Context: an optimization exercise on an open-source flow, tuned for small area, a short achievable clock period and few clock cycles per item. The choices shown serve that exercise and are no tape-out recipe. At most, simulation tests tie the RTL to the original design; equivalence was not proved. Power is estimated from default activity; no workload was simulated.

==> flow/design.v <==
module bfp_compress (
    input  wire        clk,
    input  wire        rst,          
    input  wire        in_valid,
    output wire        in_ready,
    input  wire [1:0]  in_fmt,       
    input  wire [23:0] in_i,
    input  wire [23:0] in_q,
    output wire        out_valid,
    input  wire        out_ready,
    output wire [7:0]  out_data,
    output wire        out_last
);
    localparam integer N = 12;       
    localparam [1:0] ST_IDLE = 2'd0, ST_A = 2'd1, ST_B = 2'd2;
    reg        rdy_r;
    reg [1:0]  st;
    reg [23:0] r0_i, r0_q;
    reg [1:0]  fmt_in;
    reg [3:0]  icnt;
    reg        r0_first, r0_last;
    reg [3:0]  s_cur;
    reg        sat_i, sat_q;
    wire take = in_valid & rdy_r;
    function [15:0] nofit;
        input [23:0] x;
        input [4:0]  b;
        integer s, j;
        reg w, o, a, xb;
        begin
            nofit = 16'd0;
            for (s = 0; s <= 15; s = s + 1) begin
                w = 1'b1; o = 1'b0; a = 1'b1; xb = 1'b0;
                for (j = 0; j <= 22; j = j + 1) begin
                    if (s == 0) begin
                        if (j >= b - 1) begin
                            o = o | x[j];
                            a = a & x[j];
                        end
                    end else begin
                        if (j >= s - 1 && j <= b + s - 2)
                            w = w & x[j];
                        if (j >= b - 1 + s)
                            o = o | x[j];
                        if (j >= b + s)
                            a = a & x[j];
                        if (j == b - 1 + s)
                            xb = x[j];
                    end
                end
                if (b - 1 + s == 23)
                    xb = x[23];
                if (s + b <= 24) begin
                    if (s == 0)
                        nofit[s] = x[23] ? ~a : o;
                    else if (x[23])
                        nofit[s] = ~a | (~xb & ~w);
                    else
                        nofit[s] = o | w;
                end
            end
        end
    endfunction
    wire [15:0] nf_i = (fmt_in == 2'd2) ? nofit(r0_i, 5'd12) : nofit(r0_i, 5'd9);
    wire [15:0] nf_q = (fmt_in == 2'd2) ? nofit(r0_q, 5'd12) : nofit(r0_q, 5'd9);
    wire [3:0]  smax = (fmt_in == 2'd2) ? 4'd12 : 4'd15;
    wire [14:0] base_t;
    genvar gk;
    generate
        for (gk = 1; gk <= 15; gk = gk + 1) begin : g_bt
            assign base_t[gk-1] = ~r0_first & (s_cur >= gk);
        end
    endgenerate
    wire [14:0] lim_t  = (fmt_in == 2'd2) ? 15'h0fff : 15'h7fff;
    wire [14:0] new_t  = (base_t | nf_i[14:0] | nf_q[14:0]) & lim_t;
    wire [3:0]  s_new;
    assign s_new[3] = new_t[7];
    assign s_new[2] = (new_t[3] & ~new_t[7]) | new_t[11];
    assign s_new[1] = (new_t[1] & ~new_t[3]) | (new_t[5] & ~new_t[7]) |
                      (new_t[9] & ~new_t[11]) | new_t[13];
    assign s_new[0] = (new_t[0] & ~new_t[1]) | (new_t[2] & ~new_t[3]) |
                      (new_t[4] & ~new_t[5]) | (new_t[6] & ~new_t[7]) |
                      (new_t[8] & ~new_t[9]) | (new_t[10] & ~new_t[11]) |
                      (new_t[12] & ~new_t[13]) | new_t[14];
    function [13:0] bfp_field;
        input [23:0] x;
        input [3:0]  a;
        input        sat;
        input        b12;
        reg signed [24:0] t;
        reg signed [24:0] v;
        reg               sb;
        integer j;
        begin
            t  = {x, 1'b0};
            v  = t >>> a;
            sb = 1'b0;
            for (j = 0; j <= 22; j = j + 1)
                if (j + 2 <= a)
                    sb = sb | x[j];
            if (sat)
                bfp_field = x[23] ? {(b12 ? 13'h1000 : 13'h1e00), 1'b0}
                                  : {(b12 ? 13'h0ffe : 13'h01fe), 1'b0};
            else if (b12 && (v[13] ^ v[12]))
                bfp_field = {13'h1000, 1'b0};
            else
                bfp_field = {v[12:0], sb};
        end
    endfunction
    function [15:0] fix16;
        input [23:0] x;
        reg up;
        begin
            up = x[7] & ((|x[6:0]) | x[8]);
            if (x[23:8] == 16'h7fff)
                fix16 = 16'h7fff;
            else
                fix16 = x[23:8] + {15'd0, up};
        end
    endfunction
    wire        is_bfp_in = (fmt_in != 2'd0);
    wire [31:0] slot_in = is_bfp_in ?
        {bfp_field(r0_i, s_cur, sat_i, fmt_in[1]),
         bfp_field(r0_q, s_cur, sat_q, fmt_in[1]), s_cur} :
        {fix16(r0_i), fix16(r0_q)};
    reg [31:0]  fd [0:N-1];
    reg [N-1:0] fv;
    reg         meta_v;
    reg [1:0]   meta_fmt;
    reg [3:0]   meta_s;
    wire        pop;
    wire        meta_pop;
    wire        full = &fv;
    wire        tail_acc = ~full | pop;
    wire        wr = (st == ST_B) & tail_acc & (~r0_last | ~meta_v | meta_pop);
    reg [N-1:0] shift;
    reg [N-1:0] fv_next;
    integer i;
    always @(*) begin
        for (i = 0; i < N; i = i + 1) begin
            shift[i] = pop | ~(&(fv | ~((2 << i) - 1)));
            if (shift[i])
                fv_next[i] = (i == N - 1) ? wr : fv[i+1];
            else
                fv_next[i] = fv[i];
        end
    end
    always @(posedge clk) begin
        for (i = 0; i < N; i = i + 1)
            if (shift[i])
                fd[i] <= (i == N - 1) ? slot_in : fd[i+1];
    end
    wire      r0_free = (st == ST_IDLE) | ((st == ST_B) & wr);
    reg [1:0] st_next;
    always @(*) begin
        if (take)                     st_next = ST_A;
        else if (st == ST_A)          st_next = ST_B;
        else if (st == ST_B && !wr)   st_next = ST_B;
        else                          st_next = ST_IDLE;
    end
    always @(posedge clk) begin
        if (r0_free) begin
            r0_i     <= in_i;
            r0_q     <= in_q;
            r0_first <= (icnt == 4'd0);
            r0_last  <= (icnt == 4'd11);
        end
        if (take && icnt == 4'd0)
            fmt_in <= (in_fmt == 2'd3) ? 2'd0 : in_fmt;
        if (st == ST_A) begin
            s_cur <= s_new;
            sat_i <= nf_i[smax];
            sat_q <= nf_q[smax];
        end
    end
    always @(posedge clk) begin
        if (rst) begin
            st     <= ST_IDLE;
            rdy_r  <= 1'b1;
            icnt   <= 4'd0;
            fv     <= {N{1'b0}};
        end else begin
            st    <= st_next;
            rdy_r <= (st_next == ST_IDLE) | ((st_next == ST_B) & ~(&fv_next));
            if (take)
                icnt <= (icnt == 4'd11) ? 4'd0 : icnt + 4'd1;
            fv    <= fv_next;
        end
    end
    reg        ph;           
    reg [3:0]  scnt;         
    reg        qr_v;
    reg [15:0] qr_q;
    reg        qr_up;
    reg        qr_first, qr_last;
    reg [1:0]  qr_fmt;
    wire g_load;
    wire q_go = fv[0] & meta_v & (~qr_v | g_load);
    assign pop      = q_go & ph;
    assign meta_pop = q_go & ph & (scnt == 4'd11);
    wire [31:0] head = fd[0];
    wire [12:0] hv   = ph ? head[17:5] : head[31:19];
    wire        hs   = ph ? head[4]    : head[18];
    wire [3:0]  hd   = meta_s - head[3:0];
    wire [15:0] hm   = ph ? head[15:0] : head[31:16];
    reg signed [16:0] vx;
    reg signed [16:0] qx;
    reg               rb, stk;
    always @(*) begin
        vx  = {{4{hv[12]}}, hv};
        qx  = (vx >>> 1) >>> hd;
        rb  = vx[hd];
        stk = hs | |(vx[15:0] & ~(16'hffff << hd));
    end
    always @(posedge clk) begin
        if (q_go) begin
            if (meta_fmt == 2'd0) begin
                qr_q  <= hm;
                qr_up <= 1'b0;
            end else begin
                qr_q  <= qx[15:0];
                qr_up <= rb & (stk | qx[0]);
            end
            qr_first <= ~ph & (scnt == 4'd0);
            qr_last  <= ph & (scnt == 4'd11);
            qr_fmt   <= meta_fmt;
        end
    end
    always @(posedge clk) begin
        if (rst) begin
            ph     <= 1'b0;
            scnt   <= 4'd0;
            qr_v   <= 1'b0;
            meta_v <= 1'b0;
        end else begin
            if (q_go) begin
                ph <= ~ph;
                if (ph)
                    scnt <= (scnt == 4'd11) ? 4'd0 : scnt + 4'd1;
            end
            if (q_go)
                qr_v <= 1'b1;
            else if (g_load)
                qr_v <= 1'b0;
            if (wr && r0_last)
                meta_v <= 1'b1;
            else if (meta_pop)
                meta_v <= 1'b0;
        end
        if (wr && r0_last) begin
            meta_fmt <= fmt_in;
            meta_s   <= s_cur;
        end
    end
    reg       ov, ol, sk_l;
    reg [7:0] od, sk_d;
    wire      acc = ~ov | out_ready;
    reg [15:0] gb;
    reg [4:0]  gc;
    reg        gexp;
    reg [3:0]  ge;
    reg        glast;
    reg        sk_v;
    wire       emit     = ~sk_v & (gexp | gc[4] | gc[3]);
    wire       emit_buf = emit & ~gexp;
    wire [4:0] c_after  = emit_buf ? gc - 5'd8 : gc;
    reg        cl_r;         
    assign g_load = qr_v & cl_r;
    wire [15:0] m = {qr_q[15:12], qr_q[11:0] + {11'd0, qr_up}};
    reg  [15:0] gb_ld;
    reg  [4:0]  gb_b;
    always @(*) begin
        case (qr_fmt)
            2'd1:    begin gb_ld = {gb[6:0], m[8:0]};  gb_b = 5'd9;  end
            2'd2:    begin gb_ld = {gb[3:0], m[11:0]}; gb_b = 5'd12; end
            default: begin gb_ld = m;                  gb_b = 5'd16; end
        endcase
    end
    wire [3:0] meta_e = (meta_fmt == 2'd1) ? ~meta_s : 4'd12 - meta_s;
    reg  [8:0] gsel;
    wire [4:0] gc_next = g_load ? c_after + gb_b : c_after;
    reg  [7:0] sel_byte;
    integer sb;
    always @(*) begin
        sel_byte = 8'd0;
        for (sb = 0; sb <= 8; sb = sb + 1)
            sel_byte = sel_byte | ({8{gsel[sb]}} & gb[sb + 7 -: 8]);
    end
    wire [7:0] core_byte = gexp ? {4'd0, ge} : sel_byte;
    wire       core_last = ~gexp & glast & (gc == 5'd8);
    always @(posedge clk) begin
        for (sb = 0; sb <= 8; sb = sb + 1)
            gsel[sb] <= (gc_next == sb + 8);
        if (g_load) begin
            gb <= gb_ld;
            if (qr_first)
                ge <= meta_e;
        end
    end
    wire gexp_next = (g_load & qr_first) ? (qr_fmt != 2'd0) : (gexp & ~emit);
    wire sk_v_next = ~acc & (sk_v | emit);
    always @(posedge clk) begin
        if (rst) begin
            gc    <= 5'd0;
            gexp  <= 1'b0;
            glast <= 1'b0;
            cl_r  <= 1'b1;
        end else begin
            gc    <= gc_next;
            gexp  <= gexp_next;
            cl_r  <= (gc_next < 5'd8) | (~gc_next[4] & ~gexp_next & ~sk_v_next);
            if (g_load)
                glast <= qr_last;
        end
    end
    always @(posedge clk) begin
        if (rst) begin
            ov   <= 1'b0;
            sk_v <= 1'b0;
        end else if (acc) begin
            ov   <= sk_v | emit;
            sk_v <= 1'b0;
        end else if (emit) begin
            sk_v <= 1'b1;
        end
        if (acc) begin
            od <= sk_v ? sk_d : core_byte;
            ol <= sk_v ? sk_l : core_last;
        end
        if (!acc && emit) begin
            sk_d <= core_byte;
            sk_l <= core_last;
        end
    end
    assign in_ready  = rdy_r;
    assign out_valid = ov;
    assign out_data  = od;
    assign out_last  = ol;
endmodule
Settings: LEC_CHECK=0, CAP_MARGIN=20, CORE_MARGIN=2, CORE_UTILIZATION=40, SLEW_MARGIN=20; clock period 12.5 ns.
standard.sh (not shown) runs the stock make flow with config.mk's settings and CLKGATE_MAP_FILE= SYNTH_SCRIPT=/design/flow/synth_recipe.tcl, a recipe that flattens the netlist after the stock synthesis.
==> flow/flow/run.sh <==
#!/bin/bash
set -euo pipefail
export BUFFER_PORTS_ARGS="-buffer_cell sky130_fd_sc_hd__buf_4"
export CTS_ARGS="-sink_clustering_enable -repair_clock_nets -dont_use_dummy_load -sink_clustering_size 25 -sink_clustering_max_diameter 100 -buf_list {sky130_fd_sc_hd__clkbuf_8 sky130_fd_sc_hd__clkbuf_16}"
bash standard.sh > make_finish.log 2>&1
The starting point went through all stages and came out clean.
==> next run, changes <==
--- a/flow/design.v
+++ b/flow/design.v
@@ -150,7 +150,6 @@
             if (shift[i])
                 fd[i] <= (i == N - 1) ? slot_in : fd[i+1];
     end
-    wire      r0_free = (st == ST_IDLE) | ((st == ST_B) & wr);
     reg [1:0] st_next;
     always @(*) begin
         if (take)                     st_next = ST_A;
@@ -159,7 +158,7 @@
         else                          st_next = ST_IDLE;
     end
     always @(posedge clk) begin
-        if (r0_free) begin
+        if (rdy_r) begin
             r0_i     <= in_i;
             r0_q     <= in_q;
             r0_first <= (icnt == 4'd0);
@@ -252,9 +251,6 @@
             meta_s   <= s_cur;
         end
     end
-    reg       ov, ol, sk_l;
-    reg [7:0] od, sk_d;
-    wire      acc = ~ov | out_ready;
     reg [15:0] gb;
     reg [4:0]  gc;
     reg        gexp;
@@ -264,8 +260,7 @@
     wire       emit     = ~sk_v & (gexp | gc[4] | gc[3]);
     wire       emit_buf = emit & ~gexp;
     wire [4:0] c_after  = emit_buf ? gc - 5'd8 : gc;
-    reg        cl_r;         
-    assign g_load = qr_v & cl_r;
+    assign g_load = qr_v & (c_after < 5'd8);
     wire [15:0] m = {qr_q[15:12], qr_q[11:0] + {11'd0, qr_up}};
     reg  [15:0] gb_ld;
     reg  [4:0]  gb_b;
@@ -297,22 +292,24 @@
                 ge <= meta_e;
         end
     end
-    wire gexp_next = (g_load & qr_first) ? (qr_fmt != 2'd0) : (gexp & ~emit);
-    wire sk_v_next = ~acc & (sk_v | emit);
     always @(posedge clk) begin
         if (rst) begin
             gc    <= 5'd0;
             gexp  <= 1'b0;
             glast <= 1'b0;
-            cl_r  <= 1'b1;
         end else begin
-            gc    <= gc_next;
-            gexp  <= gexp_next;
-            cl_r  <= (gc_next < 5'd8) | (~gc_next[4] & ~gexp_next & ~sk_v_next);
+            gc <= gc_next;
             if (g_load)
                 glast <= qr_last;
+            if (g_load && qr_first)
+                gexp <= (qr_fmt != 2'd0);
+            else if (emit)
+                gexp <= 1'b0;
         end
     end
+    reg       ov, ol, sk_l;
+    reg [7:0] od, sk_d;
+    wire      acc = ~ov | out_ready;
     always @(posedge clk) begin
         if (rst) begin
             ov   <= 1'b0;
The changed run finished with timing, DRC and antenna clean.
Setup slack gets worse by 83 ps.
Synthesized cell count fell by 1.8%.
Worst hold slack degrades by 29 ps.
Clock-buffer cell count went up by 2.
Power drops by 2.2%.
Wire length came out higher by 3.1%.
Combinational power shrinks by 14%.
Final area stays flat.
No run of this note included a check of the RTL's function; only the layout flow was run.

========
bfp_compress, a different RTL version from the one above (not shown whole).
For scale: ~65 I/O pins.
==> flow/config.mk <==
export PLATFORM = sky130hd
export DESIGN_NAME = bfp_compress
export DESIGN_NICKNAME = bfp_compress
export VERILOG_FILES = /design/flow/design.v
export SDC_FILE = /design/flow/constraint.sdc
export NUM_CORES = 4
export LEC_CHECK = 0
export CAP_MARGIN = 20
export CORE_MARGIN = 2
export CORE_UTILIZATION = 60
export PLACE_DENSITY = 0.7
export SLEW_MARGIN = 20
==> flow/constraint.sdc <==
create_clock -name core_clock -period 12.5 [get_ports {clk}]
set_input_delay 2.5000 -clock core_clock [delete_from_list [all_inputs] [get_ports {clk}]]
set_output_delay 2.5000 -clock core_clock [all_outputs]
set_load 0.01 [all_outputs]
==> flow/flow/run.sh <==
#!/bin/bash
# Standard ORFS layout (bash standard.sh) with these changes:
#  - port buffers are buf_1 cells (the timing repair upsizes the ones on
#    critical paths) instead of the resizer's default choice
#  - clock tree without dummy loads, with larger sink clusters
#  - repair_timing aims at a setup slack of 8.93 ns
# make's output goes to make_finish.log; ORFS keeps per-step logs under orfs/logs.
set -euo pipefail
export BUFFER_PORTS_ARGS="-buffer_cell sky130_fd_sc_hd__buf_1"
export CTS_ARGS="-sink_clustering_enable -repair_clock_nets -dont_use_dummy_load -sink_clustering_size 25 -sink_clustering_max_diameter 100 -buf_list {sky130_fd_sc_hd__clkbuf_8 sky130_fd_sc_hd__clkbuf_16}"
export SETUP_SLACK_MARGIN=8.93
bash standard.sh > make_finish.log 2>&1
Testbench counts at the start, summed over its fixed seeds: cycles 17,443, blocks 480.
Change:
--- a/flow/design.v
+++ b/flow/design.v
@@ -89,15 +89,18 @@
         input        b12;
         reg signed [24:0] t;
         reg signed [24:0] v;
         reg               sb;
         integer j;
         begin
             t  = {x, 1'b0};
-            v  = t >>> a;
+            v  = a[3] ? (t >>> 8) : t;
+            v  = a[2] ? (v >>> 4) : v;
+            v  = a[1] ? (v >>> 2) : v;
+            v  = a[0] ? (v >>> 1) : v;
             sb = 1'b0;
             for (j = 0; j <= 22; j = j + 1)
                 if (j + 2 <= a)
                     sb = sb | x[j];
             if (sat)
                 bfp_field = x[23] ? {(b12 ? 13'h1000 : 13'h1e00), 1'b0}
                                   : {(b12 ? 13'h0ffe : 13'h01fe), 1'b0};
After rerunning: Wire length went up by 0.48%. Clock-buffer cell count stays the same. Final cell count falls by 3.7%. Power went up by 1.3%. Combinational power went up by 8.7%. Area after synthesis falls by 0.61%. Global-route usage climbs by 0.29 points. Register-to-register slack is worse by 150 ps. Worst setup slack degrades by 69 ps. Non-clock buffer count shrinks by 2. Worst hold slack gains 13 ps.
No functional check of the RTL was part of the second run of this note.

-- port drivers added, routing unchanged --
No port has a modelled driver above. Below, the same layouts with a new extraction and two added sets of constraints.
Step 1 assumes that a clkbuf_16 drives the clock port and a buf_2 every other input.
Step 2 adds t to the input delays and takes it off the output delays; t is the mean of the earliest and latest rising clock arrival at the registers after step 1. Input paths then give back, and output paths get back, about the clock's delay inside the block.
Slacks: ideal ports / drivers / drivers and shift; pairs: ideal ports / drivers.
run | shift t [ns] | setup WS [ns] | hold slack, ns | clock arrival spread, ns | worst data-port slew with drivers (ns)
the first run of note 1 | 0.617 | 8.803 / 8.747 / 8.454 | 0.404 / 0.404 / 0.404 | 0.042 / 0.043 | 0.04
the second run of note 1 | 0.618 | 8.719 / 8.662 / 8.467 | 0.375 / 0.375 / 0.375 | 0.091 / 0.092 | 0.04
the first run of note 2 | 0.590 | 8.956 / 8.896 / 8.521 | 0.382 / 0.382 / 0.382 | 0.081 / 0.080 | 0.04
the second run of note 2 | 0.609 | 8.886 / 8.851 / 8.493 | 0.395 / 0.395 / 0.395 | 0.057 / 0.057 | 0.04
After both steps setup and hold are still met in every run listed. For the first run of note 2, which loses most, drivers alone change the setup slack by -0.060 ns; drivers and shift together by -0.435 ns.
